Context: an optimization exercise on an open-source flow, tuned for small area. The choices shown serve that exercise and are no tape-out recipe.
Function was checked by simulation only, so behaviour that the tests miss may differ from the original.
Power and IR drop assume default switching activity.

$ cat run.sh
#!/bin/bash
# synth_recipe.tcl (not shown) runs the flow's synth.tcl, then flattens the netlist and writes it again
# the make line also repeats each setting of config.mk as NAME=value (left out here)
make -C /OpenROAD-flow-scripts/flow DESIGN_CONFIG=/design/flow/config.mk WORK_HOME=/design/flow/orfs CLKGATE_MAP_FILE= SYNTH_SCRIPT=/design/flow/synth_recipe.tcl finish
$ cat config.mk
export PLATFORM = sky130hd
export DESIGN_NAME = pec_factor
export DESIGN_NICKNAME = pec_factor
export VERILOG_FILES = /design/flow/design.v
export SDC_FILE = /design/flow/constraint.sdc
export NUM_CORES = 4
export LEC_CHECK = 0
export CAP_MARGIN = 20
export CORE_MARGIN = 2
export CORE_UTILIZATION = 40
export SLEW_MARGIN = 20
$ cat constraint.sdc
create_clock -name core_clock -period 160.0 [get_ports {clk}]
set_input_delay 32.0000 -clock core_clock [delete_from_list [all_inputs] [get_ports {clk}]]
set_output_delay 32.0000 -clock core_clock [all_outputs]
set_load 0.01 [all_outputs]
$ cat design.v
module pec_factor (
  input  wire        clk,
  input  wire        rst,           
  input  wire        in_valid,
  output wire        in_ready,
  input  wire [31:0] c0,            
  input  wire [31:0] c1,
  input  wire [31:0] c2,
  input  wire [31:0] c3,
  input  wire [31:0] cu,            
  input  wire [15:0] w0,            
  input  wire [15:0] w1,
  input  wire [15:0] w2,
  input  wire [15:0] w3,
  input  wire [15:0] wu,            
  input  wire [3:0]  k_en,          
  input  wire        under,         
  input  wire [15:0] f_base,        
  output reg         out_valid,
  output reg  [15:0] f,             
  output reg         clamp_hi,
  output reg         clamp_lo
);
  assign in_ready = 1'b1;
  reg        v_q;
  reg [31:0] c0_q, c1_q, c2_q, c3_q, cu_q;
  reg [15:0] w0_q, w1_q, w2_q, w3_q, wu_q;
  reg [3:0]  en_q;
  reg        un_q;
  reg [15:0] fb_q;
  always @(posedge clk) begin
    if (rst) begin
      v_q <= 1'b0;
    end else begin
      v_q <= in_valid;
    end
    if (in_valid) begin
      c0_q <= c0; c1_q <= c1; c2_q <= c2; c3_q <= c3; cu_q <= cu;
      w0_q <= w0; w1_q <= w1; w2_q <= w2; w3_q <= w3; wu_q <= wu;
      en_q <= k_en;
      un_q <= under;
      fb_q <= f_base;
    end
  end
  wire signed [48:0] t0 = en_q[0] ? $signed(w0_q) * $signed({1'b0, c0_q}) : 49'sd0;
  wire signed [48:0] t1 = en_q[1] ? $signed(w1_q) * $signed({1'b0, c1_q}) : 49'sd0;
  wire signed [48:0] t2 = en_q[2] ? $signed(w2_q) * $signed({1'b0, c2_q}) : 49'sd0;
  wire signed [48:0] t3 = en_q[3] ? $signed(w3_q) * $signed({1'b0, c3_q}) : 49'sd0;
  wire signed [48:0] tu = un_q    ? $signed(wu_q) * $signed({1'b0, cu_q}) : 49'sd0;
  wire signed [51:0] s = t0 + t1 + t2 + t3 + tu;
  wire signed [52:0] den_s   = s + 53'sd268435456;      
  wire               den_lo  = den_s < 53'sd16777216;   
  wire        [51:0] den     = den_lo ? 52'd16777216 : den_s[51:0];
  wire        [52:0] num = {9'b0, fb_q, 28'b0} + {2'b0, den[51:1]};
  wire        [52:0] q   = num / {1'b0, den};
  wire               hi  = q > 53'd65535;
  wire               lo  = q < 53'd256;
  always @(posedge clk) begin
    if (rst) begin
      out_valid <= 1'b0;
    end else begin
      out_valid <= v_q;
    end
    f        <= hi ? 16'hFFFF : lo ? 16'h0100 : q[15:0];
    clamp_hi <= den_lo || hi;
    clamp_lo <= lo;
  end
endmodule
==> summary.md, run 1 <==
| Metric | Value |
|---|---|
| Share of cells above drive strength 1 | 5.321% |
| Register-to-Register Setup Slack | 22.70 ns |
| Filler instances | 39600 |
| Clk. pwr | 0.0940 mW |
| Layout area overhead | 6.543% |
| Critical Path Sink | f[0] |
| Detailed-route via count | 133600 |
| Vias in the first global route | 135900 |
| Max Slew Vio Count | 0 |
| Die height | 629.2 um |
| Sum of negative setup slack | 0 ns |
| Maxcap violations | 0 |
| Fin crit share | 85.81% |
| Ys async rst share | 0% |
| Pint | 657.9 mW |
| Rows | 229 |
| RSZ-0062 raised after global routing | false |
| Total gr overflow | 0 |
| Final worst slack | 22.70 ns |
| Post-CTS setup buffer count | 0 |
| Syn Area/Cell | 8.221 um2 |
| CP most frequent cell | o21a_1 |
| Area leader, netlist | fa_1 |
| Seq pwr | 0.121 mW |
| Slew @ Worst Pin | 1.203 ns |
| Final Power | 1506 mW |
| Resize count post-CTS | 0 |
| Mapped Area | 156400 um2 |
| Share of power burned in registers | 0% |
| Initial DRC count | 9702 |
| P_leak | 79.32 nW |
| Die area | 395900 um2 |
| Crit path from | c2_q[1] |
| Top post-synthesis cells by area | fa_1 29%, ha_1 16%, inv_1 7.4% |
| Cts bufs inserted | 40 |
| DR DRC count | 0 |
| Post-DP Area | 165300 um2 |
| Multi-input gate area | 133800 um2 |
| Crit. path cell count | 570 |
| Num ports | 284 |
| Die width | 629.2 um |
| Yosys warns | 1 |
| Place WS | 25.63 ns |
| Min-Delay Endpoint | out_valid |
| R2r endpoint | f[0] |
| Global-route wire length before repair | 799200 um |
| Post-synth cell types | 126 |
| Routed WL | 516600 um |
| CP max FO | 81 |
| Combinational group power | 1510 mW |
| CTS root buffer | clkbuf_16 |
| Crit Path Class | reg2reg |
| Main synth FF type | edfxtp_1 |
| Clk buf depth | 3 |
| IO buf count | 282 |
| Combinational fraction of design power | 100.0% |
| Reg2reg start | c2_q[1] |
| GPL Wtd Cong | 0.9879 |
| Clock share of power | 0% |
| Clk sinks | 281 |
| Worst min path class | reg2reg |
| Design Area, Final | 166600 um2 |
| Final hold violation count | 0 |
| H-Tree Depth | 2 |
| P per Cell Area | 9043 nW/um2 |
| Detail Placement HPWL | 407800 um |
| FMAX | 0.007283 GHz |
| Largest net degree at the start of global routing | 94 |
| FF/Latch Area | 8238 um2 |
| CTS tree | built |
| Cell family with most CP delay | compound AO/OA/AOI/OAI gates |
| CP max-delay cell | a2111oi_0 |
| CP required | 160.58 ns |
| Yosys top cell area share | 28.67% |
| Initial antenna violation count | 21 |
| Fin crit period | 137.30 ns |
| Skew final | 0.05206 ns |
| Vias/cell | 5.534 |
| Setup violators final | 0 |
| Final #Nets | 23410 |
| Mapped Nets | 23510 |
| Worst setup EP type | flip-flop |
| R2R cell count | 570 |
| Routed wire length per instance | 21.39 um |
| Hold depth | 1 |
| Yosys reg bits | 281 |
| Gr usage total | 25.96% |
| Slowest stage delay, CP | 0.95 ns |
| Clk pin slew, worst setup/hold paths | 0.06 ns |
| Clk Latency, worst-skew pair | 0.75 ns |
| Hold buffer count at cts | 0 |
| Launch point of the worst hold path | v_q |
| Slew HR | 19.60% |
| Biggest consumer | combinational cells |
| Peak VDD IR | 5868 uV |
| Core area | 389100 um2 |
| DRT Pass-1 Iters | 6 |
| Sw Ratio | 56.33% |
| Initial Util | 40.18% |
| P_sw | 848.5 mW |
| Status | no timing/DRC/antenna violations |
| Cell count after synthesis | 19020 |
| Number of synthesized flops with an enable pin | 261 |
| Final ANT Viol Nets | 0 |
| Seq/Total Area, Yosys | 5.269% |
| Startpoint Class | flip-flop |
| CP arrival | 137.89 ns |
| CP Buf/Inv Count | 37 |
| Final Util | 42.81% |
[layout by cell type, fill, tap and decap left out, types with 457 or more instances in the layout]
cell / count
o21a_1: 457
nand2_1: 2207
fa_1: 2239
ha_1: 1987
and2_1: 1027
nor2_1: 959
o21ai_0: 615
xnor2_1: 571
a21oi_1: 957
inv_1: 3096
[logic make-up (layout without fill, tap and decap cells)]
kind of cell    Yosys count  after routing  share of synthesized area [%]
simple gates           5945           5945                          18.42
fa+ha+maj              4241           4241                          44.67
xor+xnor                875            875                          4.964
other cells               2              9                       0.004803
flops                   281            281                          5.269
mux                     485            485                          3.463
compound gates         3358           3358                          13.92
buf+inv                3833           3757                          9.298
[sequential cells by signal, indices dropped and copies added (netlist names), 4 cells and up]
| signal | count |
|---|---|
| w1_q | 16 |
| c2_q | 32 |
| w0_q | 16 |
| w3_q | 16 |
| w2_q | 16 |
| fb_q | 16 |
| c3_q | 32 |
| f | 16 |
| c1_q | 32 |
| c0_q | 32 |
| en_q | 4 |
| wu_q | 16 |
| cu_q | 32 |
[per-layer routing]
metal	part of all wire, %	GRT usage (%)
met1	42	33.42
met4	5.7	12.55
met2	46	43.07
met3	6.4	3.290
met5	0.011	0
[synthesized netlist by cell type, types with 261 or more instances]
cell type	n
o21ai_0	615
ha_1	1987
nor3_1	457
a21o_1	447
a21oi_1	961
and2_1	1027
fa_1	2239
inv_1	3100
mux2_2	438
nor2_1	963
xor2_1	296
clkbuf_1	594
xnor2_1	571
edfxtp_1	261
nand2_1	2229
o21a_1	457
[per-stage QoR]
step	hold WS, ns	instances
6_report	0.4476	24150
5_1_grt	0.4700	24140
4_1_cts	0.4541	24140
3_5_place_dp	0.4424	24070
3_3_place_gp	0.4304	24070
2_1_floorplan	0.4138	19020
[final cells by class]
class | instances | area share (%)
Multi-Input combinational cell | 14910 | 80.33
Inverter | 3112 | 7.012
Sequential cell | 281 | 4.945
Tap cell | 5197 | 3.903
Timing Repair Buffer | 575 | 3.018
Clock buffer | 42 | 0.6181
Clock inverter | 28 | 0.1622
Antenna cell | 7 | 0.01052
==> run 2: changes to the inputs <==
==> design.v (replaced) <==
module pec_factor (
  input  wire        clk,
  input  wire        rst,           
  input  wire        in_valid,
  output wire        in_ready,
  input  wire [31:0] c0,            
  input  wire [31:0] c1,
  input  wire [31:0] c2,
  input  wire [31:0] c3,
  input  wire [31:0] cu,            
  input  wire [15:0] w0,            
  input  wire [15:0] w1,
  input  wire [15:0] w2,
  input  wire [15:0] w3,
  input  wire [15:0] wu,            
  input  wire [3:0]  k_en,          
  input  wire        under,         
  input  wire [15:0] f_base,        
  output reg         out_valid,
  output wire [15:0] f,             
  output wire        clamp_hi,
  output wire        clamp_lo
);
  localparam [5:0] LAST = 6'd55;
  reg  [5:0]  cnt;
  reg  [18:0] acc;                  
  reg  [36:0] den;                  
  reg  [37:0] r;                    
  reg  [16:0] q;                    
  reg         lo_q;                 
  reg         dlo_q;                
  assign in_ready = (cnt == LAST);
  always @(posedge clk) begin
    if (rst || !in_valid || in_ready)
      cnt <= 6'd0;
    else
      cnt <= cnt + 6'd1;
  end
  wire [4:0] j    = cnt[4:0];
  wire       colv = ~cnt[5];
  wire b0 = colv & k_en[0] & c0[j];
  wire b1 = colv & k_en[1] & c1[j];
  wire b2 = colv & k_en[2] & c2[j];
  wire b3 = colv & k_en[3] & c3[j];
  wire bu = colv & under   & cu[j];
  wire signed [19:0] x = (b0 ? $signed(w0) : 20'sd0) + (b1 ? $signed(w1) : 20'sd0)
                       + (b2 ? $signed(w2) : 20'sd0) + (b3 ? $signed(w3) : 20'sd0)
                       + (bu ? $signed(wu) : 20'sd0);
  wire signed [19:0] a = (cnt == 6'd0) ? 20'sd0 : $signed(acc);
  wire signed [19:0] p = a + x + ((cnt == 6'd28) ? 20'sd1 : 20'sd0);
  always @(posedge clk) acc <= p[19:1];
  wire acc_zero = (acc == 19'd0);
  wire dlo = acc[18] | (acc_zero & (den[36:24] == 13'd0));
  always @(posedge clk) begin
    if (cnt <= 6'd36)
      den <= {p[0], den[36:1]};
    else if (cnt == 6'd37 && dlo)
      den <= 37'h1000000;
    if (cnt == 6'd37) begin
      dlo_q <= dlo;
      lo_q  <= ~acc[18] & ~acc_zero;
    end
  end
  wire [16:0] hi_sum = {1'b0, f_base} + {9'd0, den[36:29]};
  wire [37:0] r_init = {10'd0, hi_sum, den[28:18]};
  wire [4:0]  i      = LAST[4:0] - cnt[4:0];       
  wire        nb     = den[i + 5'd1];
  wire [37:0] rs     = {r[36:0], nb};
  wire [37:0] r_nxt  = r[37] ? rs + den : rs - den;
  always @(posedge clk) begin
    r <= (cnt == 6'd38) ? r_init : r_nxt;
    q <= {q[15:0], ~r_nxt[37]};
  end
  always @(posedge clk) begin
    if (rst)
      out_valid <= 1'b0;
    else
      out_valid <= in_valid && in_ready;
  end
  wire ovf = q[16] & ~lo_q;
  assign clamp_hi = dlo_q | ovf;
  assign clamp_lo = ~clamp_hi & (lo_q | (q[15:8] == 8'd0));
  assign f = ovf ? 16'hFFFF : clamp_lo ? 16'h0100 : q[15:0];
endmodule
==> summary.md, run 2 <==
| Metric | Value |
|---|---|
| Startpoint Class | input pin |
| Largest register FFs | 38 |
| Number of synthesized flops with an enable pin | 39 |
| GPL Wtd Cong | 0.8705 |
| CP required | 160.35 ns |
| Worst setup EP type | flip-flop |
| Fin crit period | 37.85 ns |
| Placed insts | 1921 |
| Skew final | 0.01105 ns |
| Slew @ Worst Pin | 1.007 ns |
| Mapped Area | 12100 um2 |
| Die width | 177.9 um |
| Routed WL | 34860 um |
| Top post-synthesis cells by area | dfxtp_1 13%, fa_1 12%, mux4_2 11% |
| Largest net degree at the start of global routing | 55 |
| Vias/cell | 5.278 |
| H-Tree Depth | 4 |
| Fin crit share | 23.65% |
| Most frequent cells in the layout | 283 x clkdlybuf4s50_1, 120 x inv_1, 120 x nor2_1 |
| Routed wire length per instance | 17.84 um |
| Top cells by count, synth | 120 x inv_1, 120 x nor2_1, 110 x and2_1 |
| Crit path from | cu[15] |
| Peak VDD IR | 10.68 uV |
| Initial antenna violation count | 1 |
| Post-DP Area | 15230 um2 |
| Top reg by flops | r |
| Die area | 31660 um2 |
| Core area | 29720 um2 |
| Clk Latency, worst-skew pair | 0.42 ns |
| Most common cell after layout, fill and taps aside | clkdlybuf4s50_1 |
| Status | no timing/DRC/antenna violations |
| Post-synth cell types | 70 |
| CP max FO | 16 |
| Crit Path Class | in2reg |
| RSZ-0062 raised after global routing | false |
| Num ports | 284 |
| Yosys top cell area share | 13.40% |
| CTS tree | built |
| Resize count post-CTS | 0 |
| Final ANT Viol Nets | 0 |
| Worst min path class | reg2reg |
| P_leak | 6.596 nW |
| Clk pin slew, worst setup/hold paths | 0.06 ns |
| Reg2reg start | cnt[0] |
| CP arrival | 38.20 ns |
| Clk buf depth | 2 |
| Synth Area in Simple Gates | 18.91% |
| Post-CTS setup buffer count | 0 |
| Xor/xnor share of the synthesized area | 7.444% |
| CTS root buffer | clkbuf_16 |
| Main synth FF type | dfxtp_1 |
| DR DRC count | 0 |
| Post-synthesis mux area share | 12.26% |
| Slew HR | 32.71% |
| Hold buffer count at cts | 0 |
| IO buf count | 283 |
| Detail Placement HPWL | 29010 um |
| Area leader, netlist | dfxtp_1 |
| Ys async rst share | 0% |
| Max Slew Vio Count | 0 |
| Clk sinks | 120 |
| Largest registers | r x38, den x37, acc x19 |
| Total gr overflow | 0 |
| Final Util | 53.26% |
| Vias in the first global route | 10570 |
| Compound-cell area share of the yosys netlist | 12.83% |
| Yosys warns | 1 |
| Yosys reg bits | 120 |
| Cts bufs inserted | 17 |
| Sum of negative setup slack | 0 ns |
| Non-filler cells, final | 1954 |
| Launch point of the worst hold path | q[6] |
| Cell count after synthesis | 1296 |
| Syn Area/Cell | 9.338 um2 |
| P per Cell Area | 20.29 nW/um2 |
| Layout area overhead | 30.78% |
| Final Power | 0.3212 mW |
| Largest family of logic cells by synthesized area | adder cells |
| Setup violators final | 0 |
| Synth Area in Adders | 19.33% |
| Maxcap violations | 0 |
| DRT Pass-1 Iters | 6 |
| Mapped Nets | 1702 |
| Final #Nets | 1956 |
| Detailed-route via count | 10310 |
| Share of cells above drive strength 1 | 8.381% |
| Initial DRC count | 555 |
| Initial Util | 40.72% |
| Design Area, Final | 15830 um2 |
| Final hold violation count | 0 |
| Global-route wire length before repair | 54540 um |
| Die height | 177.9 um |
| Gr usage total | 22.29% |
| FMAX | 0.02642 GHz |
| Rows | 63 |
| Seq/Total Area, Yosys | 23.08% |
[run 2: cell types whose count changed after synthesis, moves of 452 or more]
cell and change:
fa_1 -2164, clkbuf_1 -560, o21ai_0 -573, nor2_1 -843, xnor2_1 -519, o21a_1 -452
ha_1 -1920, inv_1 -2980, a21oi_1 -872, and2_1 -917, nand2_1 -2174
[run 2: worst max-delay path: stages]
cell             delay (ns)
clkdlybuf4s50_1        0.39
mux4_2                 0.56
mux4_2                 0.49
mux2i_1                0.33
nor3b_1                0.09
buf_4                  0.20
and2_1                 0.18
fa_1                   0.45
fa_1                   0.50
inv_1                  0.05
fa_1                   0.53
inv_1                  0.04
ha_1                   0.22
inv_1                  0.07
fa_1                   0.19
nor2b_1                0.05
o21ai_0                0.21
a21boi_0               0.20
o41ai_1                0.60
o211ai_1               0.26
a31o_2                 0.28
a21oi_1                0.17
xnor2_1                0.13
[run 2: kinds of logic after synthesis]
kind of cell,after synthesis
AOI/OAI and AO/OA,241
xor gates and xnor gates,102
adders and majority gates,142
buffers and inverters,181
DFF,120
muxes,73
and+or+nand+nor,437
[run 2: final cells by class]
cell class / instances / area [um2]
clock buffers: 18 / 429.2
flip-flops and latches: 120 / 2798
repair buffers: 296 / 2930
fillers: 2728 / 13890
well taps: 390 / 488.0
inverters: 120 / 450.4
multi-input cells: 995 / 8566
clock inverters: 14 / 162.7
diodes: 1 / 2.502
[run 2: power by group]
group          internal, mW  leakage (nW)  switching [mW]  total (mW)
clock network        0.0233         0.291          0.0155      0.0389
registers            0.0499          1.11          0.0115      0.0614
logic                 0.100          5.20           0.121       0.221
[run 2: worst paths after layout]
kind         cells after the start  slack, ns  endpoint
max                             23     122.15   acc[15]
max reg2reg                     23     152.87   acc[15]
min reg2reg                      0       0.34      q[7]
min                              0       0.34      q[7]
[run 2: routing by layer]
layer / part of all wire [%] / GRT usage (%)
met5: 0 / 0
met4: 2.4 / 7.787
met3: 4.5 / 3.278
met2: 51 / 39.05
met1: 42 / 27.90
[run 2: stage by stage]
step / setup slack [ns] / hold slack [ns]
3_5_place_dp: 121.78 / 0.3374
2_1_floorplan: 123.03 / 0.3314
4_1_cts: 122.19 / 0.3439
6_report: 122.15 / 0.3418
3_3_place_gp: 121.78 / 0.3355
5_1_grt: 121.95 / 0.3582
==> run 3: changes to the inputs <==
==> design.v (replaced) <==
module pec_factor (
  input  wire        clk,
  input  wire        rst,           
  input  wire        in_valid,
  output wire        in_ready,
  input  wire [31:0] c0,            
  input  wire [31:0] c1,
  input  wire [31:0] c2,
  input  wire [31:0] c3,
  input  wire [31:0] cu,            
  input  wire [15:0] w0,            
  input  wire [15:0] w1,
  input  wire [15:0] w2,
  input  wire [15:0] w3,
  input  wire [15:0] wu,            
  input  wire [3:0]  k_en,          
  input  wire        under,         
  input  wire [15:0] f_base,        
  output reg         out_valid,
  output wire [15:0] f,             
  output wire        clamp_hi,
  output wire        clamp_lo
);
  localparam [5:0]  LAST = 6'd56;
  localparam [18:0] BIAS = 19'd163840;   
  reg  [5:0]  cnt;
  reg  [18:0] acc;                  
  reg  [36:0] den;                  
  reg  [37:0] r;                    
  reg         lo_q;                 
  reg         dlo_q;                
  assign in_ready = (cnt == LAST);
  always @(posedge clk) begin
    if (rst || !in_valid || in_ready)
      cnt <= 6'd0;
    else
      cnt <= cnt + 6'd1;
  end
  wire mac  = (cnt <= 6'd36);
  wire dstp = (cnt >= 6'd38) && (cnt <= 6'd55);    
  wire rnd  = in_ready;                            
  wire [4:0] j    = cnt[4:0];
  wire       colv = ~cnt[5];
  wire b0 = colv & k_en[0] & c0[j];
  wire b1 = colv & k_en[1] & c1[j];
  wire b2 = colv & k_en[2] & c2[j];
  wire b3 = colv & k_en[3] & c3[j];
  wire bu = colv & under   & cu[j];
  wire [15:0] u0 = {b0 ? ~w0[15] : ~rnd, w0[14:0] & {15{b0}}};
  wire [15:0] u1 = {b1 ? ~w1[15] : ~rnd, w1[14:0] & {15{b1}}};
  wire [15:0] u2 = {b2 ? ~w2[15] : ~rnd, w2[14:0] & {15{b2}}};
  wire [15:0] u3 = {b3 ? ~w3[15] : ~rnd, w3[14:0] & {15{b3}}};
  wire [15:0] uu = {bu ? ~wu[15] : ~rnd, wu[14:0] & {15{bu}}};
  wire [18:0] a = (cnt == 6'd0) ? BIAS : {acc[18] & ~rnd, acc[17:0]};
  wire        ci = (cnt == 6'd28) | rnd;
  wire [19:0] p = a + u0 + u1 + u2 + u3 + uu + ci;
  wire [37:0] r_nxt;
  always @(posedge clk) acc <= dstp ? {acc[17:0], ~r_nxt[37]} : p[19:1];
  wire acc_zero = (acc == BIAS);
  wire acc_neg  = (acc <  BIAS);
  wire dlo = acc_neg | (acc_zero & (den[36:24] == 13'd0));
  always @(posedge clk) begin
    if (mac)
      den <= {p[0], den[36:1]};
    else if (cnt == 6'd37 && dlo)
      den <= 37'h1000000;
    if (cnt == 6'd37) begin
      dlo_q <= dlo;
      lo_q  <= ~acc_neg & ~acc_zero;
    end
  end
  wire        sub = ~r[37];
  wire [37:0] da  = {1'b0, den} ^ {38{sub}};
  wire [37:0] rs  = {r[36:0], 1'b0};
  wire [38:0] cy;
  assign cy[0] = sub;
  genvar g;
  generate
    for (g = 0; g < 38; g = g + 1) begin : rc
      assign r_nxt[g]  = rs[g] ^ da[g] ^ cy[g];
      assign cy[g + 1] = (rs[g] & da[g]) | (cy[g] & (rs[g] ^ da[g]));
    end
  endgenerate
  always @(posedge clk)
    r <= (cnt == 6'd37) ? {11'd0, f_base, 11'd0} : r_nxt;
  always @(posedge clk) begin
    if (rst)
      out_valid <= 1'b0;
    else
      out_valid <= in_valid && in_ready;
  end
  wire [17:0] q   = acc[17:0];                
  wire        ovf = (q[17] | q[16]) & ~lo_q;
  assign clamp_hi = dlo_q | ovf;
  assign clamp_lo = ~clamp_hi & (lo_q | (q[15:8] == 8'd0));
  assign f = ovf ? 16'hFFFF : clamp_lo ? 16'h0100 : q[15:0];
endmodule
==> flow/run.sh (new file) <==
#!/bin/bash
# Standard ORFS layout with two changes: the port buffers are the smallest
# buffer (buf_1) instead of the resizer's pick, and the clock tree uses
# smaller buffers without dummy loads. Every port still gets its buffer.
set -euo pipefail
export BUFFER_PORTS_ARGS="-buffer_cell sky130_fd_sc_hd__buf_1"
export CTS_ARGS="-sink_clustering_enable -repair_clock_nets -dont_use_dummy_load -buf_list {sky130_fd_sc_hd__clkbuf_4 sky130_fd_sc_hd__clkbuf_8}"
bash standard.sh finish > flow_standard.log 2>&1
==> standard.sh (new file) <==
#!/bin/bash
# synth_recipe.tcl (not shown) runs the flow's synth.tcl, then flattens the netlist and writes it again
# the make line also repeats each setting of config.mk as NAME=value (left out here)
make -C /OpenROAD-flow-scripts/flow DESIGN_CONFIG=/design/flow/config.mk WORK_HOME=/design/flow/orfs CLKGATE_MAP_FILE= SYNTH_SCRIPT=/design/flow/synth_recipe.tcl "${@:-finish}"
removed: run.sh
==> summary.md, run 3 <==
| Metric | Value |
|---|---|
| Fin crit period | 36.69 ns |
| Initial DRC count | 315 |
| CP required | 160.29 ns |
| Mapped Area | 9276 um2 |
| Detail Placement HPWL | 20480 um |
| Hold buffer count at cts | 0 |
| GPL Wtd Cong | 0.8873 |
| Ys async rst share | 0% |
| Cell with the most instances after synthesis | inv_1 |
| Yosys reg bits | 103 |
| Top post-synthesis cells by area | fa_1 22%, dfxtp_1 14%, edfxtp_1 13% |
| Worst min path class | reg2reg |
| Main synth FF type | dfxtp_1 |
| Clk pin slew, worst setup/hold paths | 0.10 ns |
| Skew final | 0.02633 ns |
| Share of cells above drive strength 1 | 7.771% |
| Largest family of logic cells by synthesized area | adder cells |
| Vias/cell | 5.051 |
| Startpoint Class | input pin |
| Design Area, Final | 10610 um2 |
| Rows | 55 |
| Most common cell after layout, fill and taps aside | buf_1 |
| Resize count post-CTS | 0 |
| Initial antenna violation count | 5 |
| Filler instances | 2230 |
| Syn Area/Cell | 10.12 um2 |
| Num ports | 284 |
| Largest register FFs | 38 |
| IO buf count | 283 |
| Post-synth cell types | 58 |
| Most frequent cells in the layout | 283 x buf_1, 111 x inv_1, 101 x fa_1 |
| Maxcap violations | 0 |
| Routed WL | 24760 um |
| Slew HR | 37.40% |
| Fin crit share | 22.93% |
| Post-DP Area | 10460 um2 |
| WHS | 0.4960 ns |
| Area leader, netlist | fa_1 |
| Final hold violation count | 0 |
| Clk buf depth | 2 |
| Worst setup EP type | flip-flop |
| Initial Util | 40.85% |
| Largest registers | r x38, den x37, acc x19 |
| Layout area overhead | 14.42% |
| Multi-input gate area | 6117 um2 |
| Synth Area in Adders | 24.90% |
| Xor/xnor share of the synthesized area | 5.287% |
| P_leak | 4.257 nW |
| Yosys warns | 1 |
| Gr usage total | 20.59% |
| Core area | 22710 um2 |
| Clk Latency, worst-skew pair | 0.38 ns |
| Top cells by count, synth | 111 x inv_1, 101 x fa_1, 98 x nor2_1 |
| CP max FO | 16 |
| Clk sinks | 103 |
| Place WS | 122.67 ns |
| Peak VDD IR | 6.886 uV |
| CTS tree | built |
| RSZ-0062 raised after global routing | false |
| Final #Nets | 1561 |
| Vias in the first global route | 7480 |
| Number of synthesized flops with an enable pin | 39 |
| Detailed-route via count | 7380 |
| Largest net degree at the start of global routing | 56 |
| Max Slew Vio Count | 0 |
| Cts bufs inserted | 9 |
| DRT Pass-1 Iters | 5 |
| Die width | 156.3 um |
| Seq/Total Area, Yosys | 26.44% |
| Status | no timing/DRC/antenna violations |
| DR DRC count | 0 |
| Global-route wire length before repair | 39000 um |
| Sum of negative setup slack | 0 ns |
| Die height | 156.3 um |
| Mapped Nets | 1305 |
| Top reg by flops | r |
| Cell count after synthesis | 917 |
| FMAX | 0.02725 GHz |
| H-Tree Depth | 3 |
| FF/Latch Area | 2457 um2 |
| Post-CTS setup buffer count | 0 |
| Total gr overflow | 0 |
| CP arrival | 36.99 ns |
| Yosys top cell area share | 21.80% |
| Synth Area in Simple Gates | 16.51% |
| Die area | 24430 um2 |
| Crit Path Class | in2reg |
| Setup violators final | 0 |
| Routed wire length per instance | 16.95 um |
| P per Cell Area | 15.11 nW/um2 |
| Slew @ Worst Pin | 0.9391 ns |
| Post-synthesis mux area share | 9.833% |
| Compound-cell area share of the yosys netlist | 9.239% |
| Final Util | 46.74% |
| CTS root buffer | clkbuf_8 |
| Final worst slack | 123.31 ns |
| Final ANT Viol Nets | 0 |
| Register-to-Register Setup Slack | 143.86 ns |
==> run 3: changes by cell type in the layout (fill, tap and decap cells not counted), sizes merged, moves of 18 or more <==
cell / delta
ha: -44
a21o: -25
nor2: -20
nand2: +37
buf: +279
nor2b: -23
clkdlybuf4s50: -283
a21oi: -48
mux4: -30
xnor2: -38
o21ai: -31
fa: +26
and2: -68
nor3: -18
==> run 3: area by class of cell <==
class | count | area share [%]
multi-input combinational | 656 | 57.63
antenna | 5 | 0.1179
clock buffer | 9 | 1.167
inverter | 111 | 3.926
tap | 285 | 3.360
timing repair buffer | 292 | 10.64
sequential | 103 | 23.15
==> run 3: final timing paths <==
check | depth (start not counted) | from | to
worst min-delay path | 2 | acc[0] | acc[1]
worst max-delay path | 20 | c3[29] | acc[11]
worst max register to register | 47 | r[37] | r[37]
worst min register to register | 2 | acc[0] | acc[1]
==> run 3: critical path: stages <==
cell	delay (ns)
buf_1	0.07
mux4_1	0.49
a22o_1	0.19
a211oi_1	0.43
a2111oi_4	0.05
buf_4	0.24
nand2_1	0.12
fa_1	0.42
inv_1	0.08
fa_1	0.44
fa_1	0.56
ha_1	0.19
inv_1	0.07
fa_1	0.40
nor2b_1	0.17
o31ai_1	0.12
a31oi_1	0.45
a21boi_0	0.19
xor2_1	0.17
o21ai_0	0.14
==> run 3: routing by layer <==
| layer | track usage (%) | vias up | share of wire (%) |
|---|---|---|---|
| li1 | - | 3558 | - |
| met1 | 27.99 | 3553 | 45 |
| met2 | 34.13 | 245 | 48 |
| met3 | 2.160 | 24 | 4.6 |
| met4 | 7.689 | 0 | 2.0 |
| met5 | 0 | - | 0 |
==> run 3: cell families (layout without fill, tap and decap cells) <==
| group | Yosys count | after routing |
|---|---|---|
| mux | 51 | 51 |
| compound gates | 119 | 119 |
| other cells | 0 | 5 |
| xor+xnor | 56 | 56 |
| buf+inv | 158 | 412 |
| simple gates | 306 | 306 |
| fa+ha+maj | 124 | 124 |
| flops | 103 | 103 |
==> run 3: stage by stage <==
step                      std cells  power, mW
final                          1461     0.1603
after global routing           1461     0.1816
after CTS                      1456     0.1634
after detailed placement       1447     0.1492
after global placement         1447     0.1465
after floorplan                 917     0.1250
==> run 3: where the power goes <==
| part | internal [mW] | total [mW] | switching [mW] |
|---|---|---|---|
| Combinational | 0.0453 | 0.0965 | 0.0512 |
| Clock | 0.00507 | 0.0133 | 0.00825 |
| Sequential | 0.0428 | 0.0505 | 0.00778 |

-- separate check: timing with driven ports --
How much do the figures lean on ideal ports? The routed layouts below were timed once more, with nothing changed but the port constraints. Step 1, drivers: a clkbuf_16 drives clk and a buf_2 each remaining input, both assumed. Step 2 also shifts input and output timing later by t, the mid clock arrival at the registers, as if the neighbouring blocks saw the same clock. Three values: ideal ports, drivers, drivers and shift; two values: the first two.
run | shift t [ns] | setup slack, ns | worst setup path at the end
run 1 | 0.831 | 22.696 / 22.696 / 22.696 | register to register
run 2 | 0.467 | 122.152 / 122.176 / 121.709 | input to register
run 3 | 0.405 | 123.306 / 123.318 / 122.913 | input to register
After both steps every run listed still meets setup and hold. For run 2, which loses most, drivers alone change the setup slack by +0.024 ns; drivers and shift together by -0.443 ns.
